What follows belongs to an exercise in optimizing a design on an open flow for small area and a short achievable clock period; a production flow would make more cautious choices. Only simulation tests tie the RTL to the original design; equivalence was not proved.

[flow/design.v]
module jx_dl_arb (
    input  wire        clk,
    input  wire        rst,
    input  wire [37:0] devtime,       
    input  wire [14:0] cfg_horizon,   
    input  wire        enq_valid,
    input  wire [4:0]  enq_slot,
    input  wire        enq_tagged,
    input  wire [15:0] enq_dl,
    input  wire [3:0]  enq_weight,
    input  wire [15:0] enq_floor,
    input  wire [31:0] elig,
    input  wire        grant_en,
    output reg         grant_valid,
    output reg  [4:0]  grant_slot,
    output reg         grant_tagged,
    output reg  [15:0] grant_dl,
    output reg  [15:0] grant_late_by,
    output reg         enq_late,
    output reg         enq_clamped,
    output wire [31:0] occupied
);
    localparam NS = 32;
    reg [31:0] key    [0:NS-1];
    reg        is_tag [0:NS-1];
    reg [NS-1:0] valid;
    reg [4:0]  last;
    assign occupied = valid;
    wire [31:0] now = devtime[37:6];
    wire [15:0] r16   = enq_dl - now[15:0];
    wire signed [16:0] r_s = {r16[15], r16};
    wire [31:0] k_raw = now + {{16{r16[15]}}, r16};
    wire clamp = (enq_floor != 16'd0) && (r_s < $signed({1'b0, enq_floor}));
    wire [31:0] k_floor = now + {16'd0, enq_floor};
    wire [31:0] k_tagged = clamp ? k_floor : k_raw;
    wire late_arr = !clamp &&
                    (r16[15] || ((r16 == 16'd0) && (devtime[5:0] != 6'd0)));
    wire [14:0] hor_eff = (cfg_horizon == 15'd0) ? 15'd1 : cfg_horizon;
    wire [3:0]  w_eff   = (enq_weight  == 4'd0)  ? 4'd1  : enq_weight;
    wire [17:0] h_f     = {hor_eff, 3'b000} / {14'd0, w_eff};
    wire [17:0] off_u   = (h_f > {2'b00, enq_floor}) ? h_f : {2'b00, enq_floor};
    wire [31:0] k_untagged = now + {14'd0, off_u};
    wire [31:0] k_new = enq_tagged ? k_tagged : k_untagged;
    reg        found;
    reg [4:0]  best;
    reg [31:0] best_key;
    reg        best_untag;
    reg [4:0]  best_pos;
    reg [4:0]  pos;
    integer    c;
    always @(*) begin
        found      = 1'b0;
        best       = 5'd0;
        best_key   = 32'd0;
        best_untag = 1'b0;
        best_pos   = 5'd0;
        for (c = 0; c < NS; c = c + 1) begin
            pos = c[4:0] - last - 5'd1;
            if (valid[c] && elig[c]) begin
                if (!found ||
                    ({key[c], !is_tag[c], pos} < {best_key, best_untag, best_pos})) begin
                    found      = 1'b1;
                    best       = c[4:0];
                    best_key   = key[c];
                    best_untag = !is_tag[c];
                    best_pos   = pos;
                end
            end
        end
    end
    wire do_grant = grant_en && found;
    wire [37:0] k_ns     = {best_key, 6'd0};
    wire        is_late  = !best_untag && (devtime > k_ns);
    wire [38:0] late_ns  = {1'b0, devtime} - {1'b0, k_ns} + 39'd63;
    wire [32:0] late_u   = late_ns[38:6];
    wire [15:0] late_by  = !is_late ? 16'd0 :
                           (late_u > 33'd65535) ? 16'hFFFF : late_u[15:0];
    integer s;
    always @(posedge clk) begin
        if (rst) begin
            valid         <= {NS{1'b0}};
            last          <= 5'd31;
            grant_valid   <= 1'b0;
            grant_slot    <= 5'd0;
            grant_tagged  <= 1'b0;
            grant_dl      <= 16'd0;
            grant_late_by <= 16'd0;
            enq_late      <= 1'b0;
            enq_clamped   <= 1'b0;
        end else begin
            if (do_grant) begin
                valid[best]   <= 1'b0;
                last          <= best;
                grant_valid   <= 1'b1;
                grant_slot    <= best;
                grant_tagged  <= !best_untag;
                grant_dl      <= best_key[15:0];
                grant_late_by <= late_by;
            end else begin
                grant_valid   <= 1'b0;
                grant_slot    <= 5'd0;
                grant_tagged  <= 1'b0;
                grant_dl      <= 16'd0;
                grant_late_by <= 16'd0;
            end
            if (enq_valid) begin
                valid[enq_slot] <= 1'b1;
                enq_late        <= enq_tagged && late_arr;
                enq_clamped     <= enq_tagged && clamp;
            end else begin
                enq_late        <= 1'b0;
                enq_clamped     <= 1'b0;
            end
        end
    end
    always @(posedge clk) begin
        for (s = 0; s < NS; s = s + 1) begin
            if (enq_valid && enq_slot == s[4:0]) begin
                key[s]    <= k_new;
                is_tag[s] <= enq_tagged;
            end
        end
    end
endmodule
[flow/run.sh]
#!/bin/bash
# synth_recipe.tcl (not shown) runs the flow's synth.tcl, then flattens the netlist and writes it again
# the make line also repeats each setting of config.mk as NAME=value (left out here)
make -C /OpenROAD-flow-scripts/flow DESIGN_CONFIG=/design/flow/config.mk WORK_HOME=/design/flow/orfs CLKGATE_MAP_FILE= SYNTH_SCRIPT=/design/flow/synth_recipe.tcl finish
[flow/config.mk]
export PLATFORM = sky130hd
export DESIGN_NAME = jx_dl_arb
export DESIGN_NICKNAME = jx_dl_arb
export VERILOG_FILES = /design/flow/design.v
export SDC_FILE = /design/flow/constraint.sdc
export NUM_CORES = 4
export LEC_CHECK = 0
export CAP_MARGIN = 20
export CORE_MARGIN = 2
export CORE_UTILIZATION = 40
export SLEW_MARGIN = 20
[flow/constraint.sdc]
create_clock -name core_clock -period 125.0 [get_ports {clk}]
set_input_delay 25.0000 -clock core_clock [delete_from_list [all_inputs] [get_ports {clk}]]
set_output_delay 25.0000 -clock core_clock [all_outputs]
set_load 0.01 [all_outputs]
==> flow_metrics.tcl <==
set metrics [dict create \
    status "complete, no violations" \
    power_density_nw_per_um2 18.09 \
    cap_violations 0 \
    start_util_pct 40.33 \
    drc 0 \
    synth_top_area_cell "edfxtp_1" \
    clock_power_share_pct 20.5 \
    dp_hpwl_mm 256.2 \
    grt_max_degree 49 \
    synth_adder_area_share_pct 19.55 \
    grt_use_total_pct 29.63 \
    cp_num_buf_inv 68 \
    coreArea_um2 220200 \
    pg_clk_uw 410 \
    num-nets-final 12120 \
    cp_num_cells 532 \
    grt_pass1_wl_mm 497.3 \
    hold_viol 0 \
    min_to "valid[19]" \
    share_comb_of_total_power_pct 55.8 \
    netSwitchingPower_uw 874.7 \
    worstHoldPathType "flip-flop to flip-flop" \
    fin_total_pwr_uw 1994 \
    p_seq_share_pct 23.6 \
    areaGrowthSynthToFinish_pct 24.13 \
    power.largest_group "combinational logic" \
    cp_data_arrival_time_ns 120.17 \
    final_util_pct 50.06 \
    hold_buffers 0 \
    slew_violations 0 \
    crit_required_ns 125.67 \
    worst-setup-path-type "input port to flip-flop" \
    vias_per_cell 5.795 \
    crit_slowest_cell "or4_4" \
    synth_cell_type_count 133 \
    reg2reg_slack_ns 28.10 \
    muxShareOfSynthArea_pct 6.359 \
    cts_buffer_depth 3 \
    netlist.area_leader.share_pct 35.72 \
    final_cell_count_no_fill 13700 \
    synthTopCellsByArea "edfxtp_1 36%, ha_1 19%, a21oi_1 4.4%" \
    reg2reg_depth 536 \
    fin_crit_ns 119.51 \
    dpl-instance-area_um2 103100 \
    insertion_delay_ns 0.83 \
    drtPass1Iterations 6 \
    grt_antenna_before_repair 38 \
    place.gp.congestion 1.044 \
    ys_seq_area_share_pct 37.47 \
    grt_pass1_vias 77090 \
    fmax_mhz 8.368 \
    synthTopCellsByCount "1355 x ha_1, 1056 x edfxtp_1, 952 x inv_1" \
    ios 204 \
    num_rows 172 \
    finalSetupViolCount 0 \
    ir_drop_mv 0.08083 \
    reg2reg_from "last[2]" \
    ctsHtreeMaxLevel 4 \
    startpoint_type "input port" \
    slew_headroom_pct 4.415 \
    path_max_fanout 48 \
    r2r_end "grant_late_by[13]" \
    finalCritPeriodShare_pct 95.60 \
    cts_buffers 143 \
    syn_area_um2 88790 \
    synth_edf_count 1056 \
    ys.flop_type "edfxtp_1" \
    dp.cells 13290 \
    die_h_um 475.1 \
    ant_nets 0 \
    synth_top_family_by_area "adder cells" \
    slowest_delay_ns 0.61 \
    placement.io_buffers 203 \
    postSynthAreaPerCell_um2 9.632 \
    yosys.area_share.simple_pct 13.55 \
    cts-root-buf "clkbuf_16" \
    critPathCapture "grant_late_by[13]" \
    hp-start "valid[19]" \
    first_iter_violations 7793 \
    tritoncts "done" \
    fin_skew_ns 0.04853 \
    routed_wirelength_mm 347.2 \
    worst_pin_slew_ns 1.434 \
    dieArea_um2 225700 \
    syn_nets 10720 \
    synth_xor_area_share_pct 1.378 \
    p_leak_uw 0.04446 \
    synth-seq-cells 1134 \
    vias 79410 \
    setup-tns-final_ns 0 \
    drive_gt1_share_pct 19.53 \
    netSwitchingFraction_pct 43.87 \
    powerSeq_uw 471 \
    cpMostUsedCell "a21oi_1" \
    path_clk_slew_ns 0.06 \
    async_reset_ff_share_pct 0 \
    internal_power_uw 1119 \
    overflow 0 \
    cp_top_family "compound AO/OA/AOI/OAI gates" \
    netlist_instances 9218 \
    yosysMostFrequentCell "ha_1" \
    clock_sinks 1134 \
    wire_per_inst_um 25.34 \
    comb-power_uw 1110 \
    dieWidth_um 475.1 \
    critPathCaptureType "flip-flop" \
    design_area_um2 110200 \
    crit_start "elig[0]" \
    whs_path_depth 2 \
    synth_compound_area_share_pct 16.46 \
    ys_warn_count 3 \
]
==> flip-flops by register name, indices dropped and copies added, names as in the netlist <==
register	count
grant_slot	5
grant_dl	16
key	1024
grant_valid	1
enq_clamped	1
grant_late_by	16
is_tag	32
enq_late	1
last	5
grant_tagged	1
valid	32
==> logic make-up after synthesis <==
kind of cell,after synthesis
AND/OR/NAND/NOR,2452
AO/OA/AOI/OAI,2363
adder cells (fa/ha/maj),1376
buffers and inverters,1223
flip-flops,1134
multiplexers,532
XOR/XNOR,138
==> layout make-up <==
cell class	count	area, um2
Fill cell	20030	109900
Multi-Input combinational cell	6877	52850
Sequential cell	1134	33270
Timing Repair Buffer	1497	12270
Clock buffer	196	3961
Tap cell	2958	3701
Inverter	957	3592
Clock inverter	70	526.8
Antenna cell	15	37.54
==> metal layers <==
metal,up-vias,routed length (um),track usage (%)
li1,36780,-,-
met1,38190,140600,37.41
met2,3528,159700,48.61
met3,910,25240,4.357
met4,6,21720,16.42
met5,-,38,0
==> placed cells by master (no fill, tap or decap), types with 25 or more instances in the layout <==
cell type        netlist  layout
ha_1                1355    1354
buf_4                  8    1243
edfxtp_1            1056    1056
inv_1                952     951
a21oi_1              783     731
nand2_1              717     714
nor2_1               604     575
o21ai_0              655     562
mux2i_1              296     264
a21o_1               264     263
nand4_1              259     259
mux2_2               206     206
clkdlybuf4s50_1        0     201
nor2b_1              172     171
clkbuf_16              0     151
nand2b_1             134     133
o21a_1               114     114
nand3_1              117     113
nor3_1               127     113
o21ai_1               31      81
dfxtp_1               78      77
xnor2_1              102      72
a31oi_1               54      50
o211ai_1              46      46
a211oi_1              52      45
a21oi_2                2      45
o21bai_1              43      43
and2_1                44      42
and3_1                45      42
clkbuf_1             189      39
and4_1                37      37
nor4_1                43      36
o21ai_2                3      36
xor2_1                34      33
o31ai_1               36      32
clkinv_1               3      32
xnor2_2                1      31
or3_1                 30      30
buf_12                 0      28
mux2_1                25      25
==> timing repair <==
action / 4_1_cts / 5_1_grt
resized for setup: 22 / 362
gates cloned: 5 / 15
setup endpoints to repair: 16 / 75
setup buffers: 7 / 100
pin swaps: 5 / 77
==> per-stage QoR <==
stage,hold slack (ns),worst slack [ns]
detailed placement,0.6142,-2.769
finish,0.6171,5.494
global placement,0.6073,-0.6061
CTS,0.6224,0.01607
floorplan,0.5051,0.09831
global route,0.6483,-0.6410

static timing again, ports no longer ideal:
No port has a modelled driver above. Below, the same layout with a new extraction and two added sets of constraints. Step 1: set_driving_cell puts a clkbuf_16 on clk and a buf_2 on each other input, an assumption about the parent block. Step 2, shift: input delay + t, output delay - t, t = (earliest + latest rising clock arrival at the registers) / 2. This alone moves slack from input paths to output paths. Three values: ideal ports, drivers, drivers and shift; two values: the first two.
shift t [ns]: 0.905
setup WS [ns]: 5.494 / 5.562 / 4.657
worst hold slack (ns): 0.617 / 0.617 / 0.617
worst setup path after step 2: input to register
After both steps this run still meets setup and hold. For this run, drivers alone change the setup slack by +0.068 ns; drivers and shift together by -0.837 ns.
